From an optimization exercise on the open Yosys and OpenROAD flow, aimed at small area, a short achievable clock period and few clock cycles per item; shortcuts taken in it are not production practice.
Where RTL was checked, it was by simulation tests only, not by an equivalence proof against the original.

Design aes_core, start of the top module:
module aes_core (
  input  wire         clk,
  input  wire         rst,        
  input  wire         key_load,   
  input  wire         key_256,    
  input  wire [255:0] key,
  input  wire         start,      
  input  wire         dir,        
  input  wire [127:0] din,
  output wire         ready,
  output reg          done,
  output wire [127:0] dout
);
==> flow/config.mk <==
export PLATFORM = sky130hd
export DESIGN_NAME = aes_core
export DESIGN_NICKNAME = aes_core
export VERILOG_FILES = /design/flow/design.v
export SDC_FILE = /design/flow/constraint.sdc
export NUM_CORES = 8
export LEC_CHECK = 0
export ABC_AREA = 1
export CAP_MARGIN = 20
export CORE_MARGIN = 2
export CORE_UTILIZATION = 30
export PLACE_DENSITY = 0.45
export SLEW_MARGIN = 20
==> flow/constraint.sdc <==
create_clock -name core_clock -period 12.0 [get_ports {clk}]
set_input_delay 2.4000 -clock core_clock [delete_from_list [all_inputs] [get_ports {clk}]]
set_output_delay 2.4000 -clock core_clock [all_outputs]
set_load 0.01 [all_outputs]
standard.sh (not shown) runs the stock make flow with config.mk's settings and CLKGATE_MAP_FILE= SYNTH_SCRIPT=/design/flow/synth_recipe.tcl, a recipe that flattens the netlist after the stock synthesis.
==> flow/flow/run.sh <==
#!/bin/bash
# Standard ORFS layout (the standard flow's SDC and config, unchanged), with
#  - repair_timing aiming at a setup margin beyond the clock period's slack,
#  - the port buffers made with buf_1 (every port still gets its buffer).
set -euo pipefail
bash standard.sh SETUP_SLACK_MARGIN=7.5 "BUFFER_PORTS_ARGS=-buffer_cell sky130_fd_sc_hd__buf_1" finish > standard_flow.log 2>&1
Edit:
==> flow/flow/run.sh (replaced) <==
#!/bin/bash
# Standard ORFS layout (the standard flow's SDC and config, unchanged), with
#  - repair_timing aiming at a setup margin beyond the clock period's slack,
#  - the port buffers made with buf_1 (every port still gets its buffer).
set -euo pipefail
bash standard.sh SETUP_SLACK_MARGIN=7 "BUFFER_PORTS_ARGS=-buffer_cell sky130_fd_sc_hd__buf_1" finish > standard_flow.log 2>&1
=> Clock-buffer cell count does not change; final cell count drops by 0.36%; via count goes down by 0.36%; hold slack improves by 0.0039 ns; setup slack is worse by 0.33 ns; routed wire length goes down by 0.42%; design area falls by 2.4%; first-iteration DRC count is about the same; critical path depth decreases by 1; area after synthesis does not change; sequential share of layout area came out higher by 0.40 points.
Edit:
CORE_UTILIZATION = 45   (was 30)
PLACE_DENSITY = 0.6   (was 0.45)
What happened:
- clock-buffer cell count is lower by 37
- wire length is lower by 10%
- critical path depth is lower by 4
- final cell count is lower by 7.8%
- hold slack barely changes
- area after synthesis stays the same


aes_core, a different RTL version from the one above (not shown whole).
For scale: about 16000 cells after synthesis, roughly 97000 um2 of cells after synthesis.
Settings: LEC_CHECK=0, ABC_AREA=1, CAP_MARGIN=20, CORE_MARGIN=2, CORE_UTILIZATION=30, PLACE_DENSITY=0.45, SLEW_MARGIN=20; clock period 12.0 ns.
==> flow/flow/run.sh <==
#!/bin/bash
# Standard ORFS layout, with repair_timing aiming at a setup margin well
# beyond the clock period's slack (the SDC is the standard flow's, unchanged).
set -euo pipefail
bash standard.sh SETUP_SLACK_MARGIN=6 finish > standard_flow.log 2>&1
The baseline ran to the end with no violations.
Testbench counts at the start, summed over its fixed seeds: cycles 16,679, blocks 1,239.
Next try:
==> flow/flow/run.sh (replaced) <==
#!/bin/bash
# Standard ORFS layout, with repair_timing aiming at a setup margin well
# beyond the clock period's slack (the SDC is the standard flow's, unchanged).
set -euo pipefail
bash standard.sh SETUP_SLACK_MARGIN=7 finish > standard_flow.log 2>&1
Outcome: Global-route usage hardly moves. Register-to-register slack gains 0.52 ns. Cell count stays flat. Maximum frequency goes up by 10%. Cell area rises by 1.4%. Via count barely changes. Synthesized area is unchanged. Clock skew fell by 0.0093 ns.


Setup of exp/sierra:
aes_core, a different RTL version from the one above (not shown whole).
Size: about 12,000 cells after synthesis, roughly 970 flip-flops, ~520 I/O pins, about 95,000 µm² of cells after synthesis.
==> flow/design.v (excerpt) <==
module aes_core (
  input  wire         clk,
  input  wire         rst,        
  input  wire         key_load,   
  input  wire         key_256,    
  input  wire [255:0] key,
  input  wire         start,      
  input  wire         dir,        
  input  wire [127:0] din,
  output wire         ready,
  output reg          done,
  output wire [127:0] dout
);
clock: 12.0 ns
lec_check: 0
cap_margin: 20
core_margin: 2
core_utilization: 30
place_density: 0.45
setup_slack_margin: 5
slew_margin: 20
run.sh (not shown) runs the stock make flow with config.mk's settings and CLKGATE_MAP_FILE= SYNTH_SCRIPT=/design/flow/synth_recipe.tcl, a recipe that flattens the netlist after the stock synthesis.
Stock flow here: none of the scripts above is used.
Input changes introduced in exp/lagoon (baseline for comparison: exp/sierra):
- setting ABC_AREA to 1 for the first time
- Delta (exp/lagoon minus exp/sierra): worst setup slack now larger, aggregate routed wire length -25,000 µm, insertion delay to the later sink of the worst-skew pair grew by 0.05 ns.
- Diff exp/sierra -> exp/lagoon | sequential share of layout area | decrease of 0.31 points
- exp/lagoon vs exp/sierra — largest net degree at the start of global routing rose 44.
- Delta (exp/lagoon minus exp/sierra): number of iterations in the first detailed-routing pass fell by 5.
- Every stage of the flow completed for exp/lagoon, and the final layout passed the timing, design-rule and antenna checks.
- Going from exp/sierra to exp/lagoon, area of placed instances went up; portion of the post-synthesis area used by sequential elements -0.32 points.
Function was not checked in any run of this note: the RTL went through the layout flow alone.


aes_core, a different RTL version from the one above (not shown whole).
Size: roughly 12,000 cells after synthesis, ~990 flip-flops, roughly 520 I/O pins, ~89,000 um^2 of cells after synthesis.
## aes_core
module aes_core (
  input  wire         clk,
  input  wire         rst,        
  input  wire         key_load,   
  input  wire         key_256,    
  input  wire [255:0] key,
  input  wire         start,      
  input  wire         dir,        
  input  wire [127:0] din,
  output wire         ready,
  output reg          done,
  output wire [127:0] dout
);
  function [7:0] xtime(input [7:0] a);
    xtime = {a[6:0], 1'b0} ^ (a[7] ? 8'h1b : 8'h00);
  endfunction
  function [7:0] xinv(input [7:0] a);
    xinv = a[0] ? ({1'b0, a[7:1]} ^ 8'h8d) : {1'b0, a[7:1]};
  endfunction
  function [127:0] shift_rows(input [127:0] s);
    integer r, c;
    begin
      for (c = 0; c < 4; c = c + 1)
        for (r = 0; r < 4; r = r + 1)
          shift_rows[127 - 8*(4*c + r) -: 8] = s[127 - 8*(4*((c + r) % 4) + r) -: 8];
    end
  endfunction
  function [127:0] inv_shift_rows(input [127:0] s);
    integer r, c;
    begin
      for (c = 0; c < 4; c = c + 1)
        for (r = 0; r < 4; r = r + 1)
          inv_shift_rows[127 - 8*(4*c + r) -: 8] = s[127 - 8*(4*((c + 4 - r) % 4) + r) -: 8];
    end
  endfunction
  function [31:0] mix_col(input [31:0] a);
    reg [7:0] a0, a1, a2, a3, t;
    begin
      {a0, a1, a2, a3} = a;
      t = a0 ^ a1 ^ a2 ^ a3;
      mix_col = {a0 ^ t ^ xtime(a0 ^ a1),
                 a1 ^ t ^ xtime(a1 ^ a2),
                 a2 ^ t ^ xtime(a2 ^ a3),
                 a3 ^ t ^ xtime(a3 ^ a0)};
    end
  endfunction
  function [31:0] p_col(input [31:0] a);
    reg [7:0] a0, a1, a2, a3, u, v;
    begin
      {a0, a1, a2, a3} = a;
      u = xtime(xtime(a0 ^ a2));
      v = xtime(xtime(a1 ^ a3));
      p_col = {a0 ^ u, a1 ^ v, a2 ^ u, a3 ^ v};
    end
  endfunction
  function [127:0] mix_columns(input [127:0] s);
    mix_columns = {mix_col(s[127:96]), mix_col(s[95:64]),
                   mix_col(s[63:32]),  mix_col(s[31:0])};
  endfunction
  function [127:0] p_columns(input [127:0] s);
    p_columns = {p_col(s[127:96]), p_col(s[95:64]),
                 p_col(s[63:32]),  p_col(s[31:0])};
  endfunction
  reg  [127:0] q;           
  reg          qv, qdir;
  reg  [255:0] s;           
  reg          s256, sdec, sraw;
  ...
Settings: LEC_CHECK=0, ABC_AREA=1, CAP_MARGIN=20, CORE_MARGIN=2, CORE_UTILIZATION=30, PLACE_DENSITY=0.45, SLEW_MARGIN=20; clock period 12.0 ns.
standard.sh (not shown) runs the stock make flow with config.mk's settings and CLKGATE_MAP_FILE= SYNTH_SCRIPT=/design/flow/synth_recipe.tcl, a recipe that flattens the netlist after the stock synthesis.
==> flow/flow/run.sh <==
#!/bin/bash
# Standard ORFS layout, with repair_timing aiming at a setup margin well
# beyond the clock period's slack (the SDC is the standard flow's, unchanged).
set -euo pipefail
bash standard.sh SETUP_SLACK_MARGIN=7.5 finish > standard_flow.log 2>&1
Next try:
==> flow/flow/run.sh (replaced) <==
#!/bin/bash
# Standard ORFS layout (the standard flow's SDC and config, unchanged), with
#  - repair_timing aiming at a setup margin beyond the clock period's slack,
#  - the port buffers made with buf_1 (every port still gets its buffer).
set -euo pipefail
bash standard.sh SETUP_SLACK_MARGIN=7 "BUFFER_PORTS_ARGS=-buffer_cell sky130_fd_sc_hd__buf_1" finish > standard_flow.log 2>&1
Via count is lower by 2.4%.
Sequential share of layout area is higher by 2.2 points.
Maximum frequency is lower by 1.2%.
Worst setup slack loses 0.063 ns.
Non-clock buffer count is lower by 326.
Synthesized cell count stays the same.
No run of this note included a check of the RTL's function; only the layout flow was run.


Another version of the RTL of aes_core (not shown whole).
Size in the first run: about 13000 cells after synthesis, roughly 1000 flip-flops.
==> flow/config.mk <==
export PLATFORM = sky130hd
export DESIGN_NAME = aes_core
export DESIGN_NICKNAME = aes_core
export VERILOG_FILES = /design/flow/design.v
export SDC_FILE = /design/flow/constraint.sdc
export NUM_CORES = 8
export LEC_CHECK = 0
export ABC_AREA = 1
export CAP_MARGIN = 20
export CORE_MARGIN = 2
export CORE_UTILIZATION = 30
export PLACE_DENSITY = 0.45
export SLEW_MARGIN = 20
==> flow/constraint.sdc <==
create_clock -name core_clock -period 12.0 [get_ports {clk}]
set_input_delay 2.4000 -clock core_clock [delete_from_list [all_inputs] [get_ports {clk}]]
set_output_delay 2.4000 -clock core_clock [all_outputs]
set_load 0.01 [all_outputs]
==> flow/flow/run.sh <==
#!/bin/bash
# Standard ORFS layout (the standard flow's SDC and config, unchanged), with
#  - repair_timing aiming at a setup margin beyond the clock period's slack,
#  - the port buffers made with buf_1 (every port still gets its buffer).
set -euo pipefail
bash standard.sh SETUP_SLACK_MARGIN=7.5 "BUFFER_PORTS_ARGS=-buffer_cell sky130_fd_sc_hd__buf_1" finish > standard_flow.log 2>&1
Next try:
--- a/flow/flow/run.sh
+++ b/flow/flow/run.sh
@@ -5,2 +5,2 @@
 set -euo pipefail
-bash standard.sh SETUP_SLACK_MARGIN=7.5 "BUFFER_PORTS_ARGS=-buffer_cell sky130_fd_sc_hd__buf_1" finish > standard_flow.log 2>&1
+bash standard.sh SETUP_SLACK_MARGIN=7 "BUFFER_PORTS_ARGS=-buffer_cell sky130_fd_sc_hd__buf_1" finish > standard_flow.log 2>&1
Effect:
- die area is unchanged
- final cell count drops by 1.4%
- maximum frequency drops by about 7%
- via count drops by 2.0%
- setup slack got worse by 390 ps
- synthesized cell count is unchanged
- clock-buffer cell count drops by 2
- routed wire length drops by 1.1%
- non-clock buffer count drops by 254
- sequential cell count does not change
Function was not checked in any run of this note: the RTL went through the layout flow alone.

## static timing again, ports no longer ideal
The flow's constraints put no driver on any port. The routed layouts listed below were extracted and timed again, unchanged, in two steps. Step 1: set_driving_cell puts a clkbuf_16 on clk and a buf_2 on each other input, an assumption about the parent block. Step 2 also shifts input and output timing later by t, the mid clock arrival at the registers, as if the neighbouring blocks saw the same clock. a / b / c = no drivers / after step 1 / after step 2; a / b = the first two.
run | t (ns) | setup slack, ns | slew at the worst register clock pin (ns)
the first run of note 1 | 0.969 | 7.494 / 7.494 / 6.745 | 0.07 / 0.07
the second run of note 1 | 0.967 | 7.163 / 7.163 / 6.446 | 0.07 / 0.07
the third run of note 1 | 0.901 | 7.071 / 7.071 / 6.436 | 0.07 / 0.07
the first run of note 2 | 0.907 | 6.667 / 6.667 / 6.522 | 0.08 / 0.08
the second run of note 2 | 0.924 | 7.161 / 7.145 / 6.314 | 0.07 / 0.07
exp/sierra | 0.905 | 5.141 / 5.141 / 5.141 | 0.07 / 0.07
exp/lagoon | 0.936 | 6.138 / 6.138 / 6.138 | 0.07 / 0.07
the first run of note 4 | 0.962 | 6.710 / 6.710 / 6.658 | 0.07 / 0.07
the second run of note 4 | 0.936 | 6.647 / 6.647 / 6.265 | 0.07 / 0.07
the first run of note 5 | 0.973 | 6.609 / 6.609 / 6.609 | 0.07 / 0.07
the second run of note 5 | 0.953 | 6.223 / 6.223 / 6.164 | 0.07 / 0.07
After both steps every run listed still meets setup and hold. For the second run of note 2, which loses most, drivers alone change the setup slack by -0.016 ns; drivers and shift together by -0.847 ns.
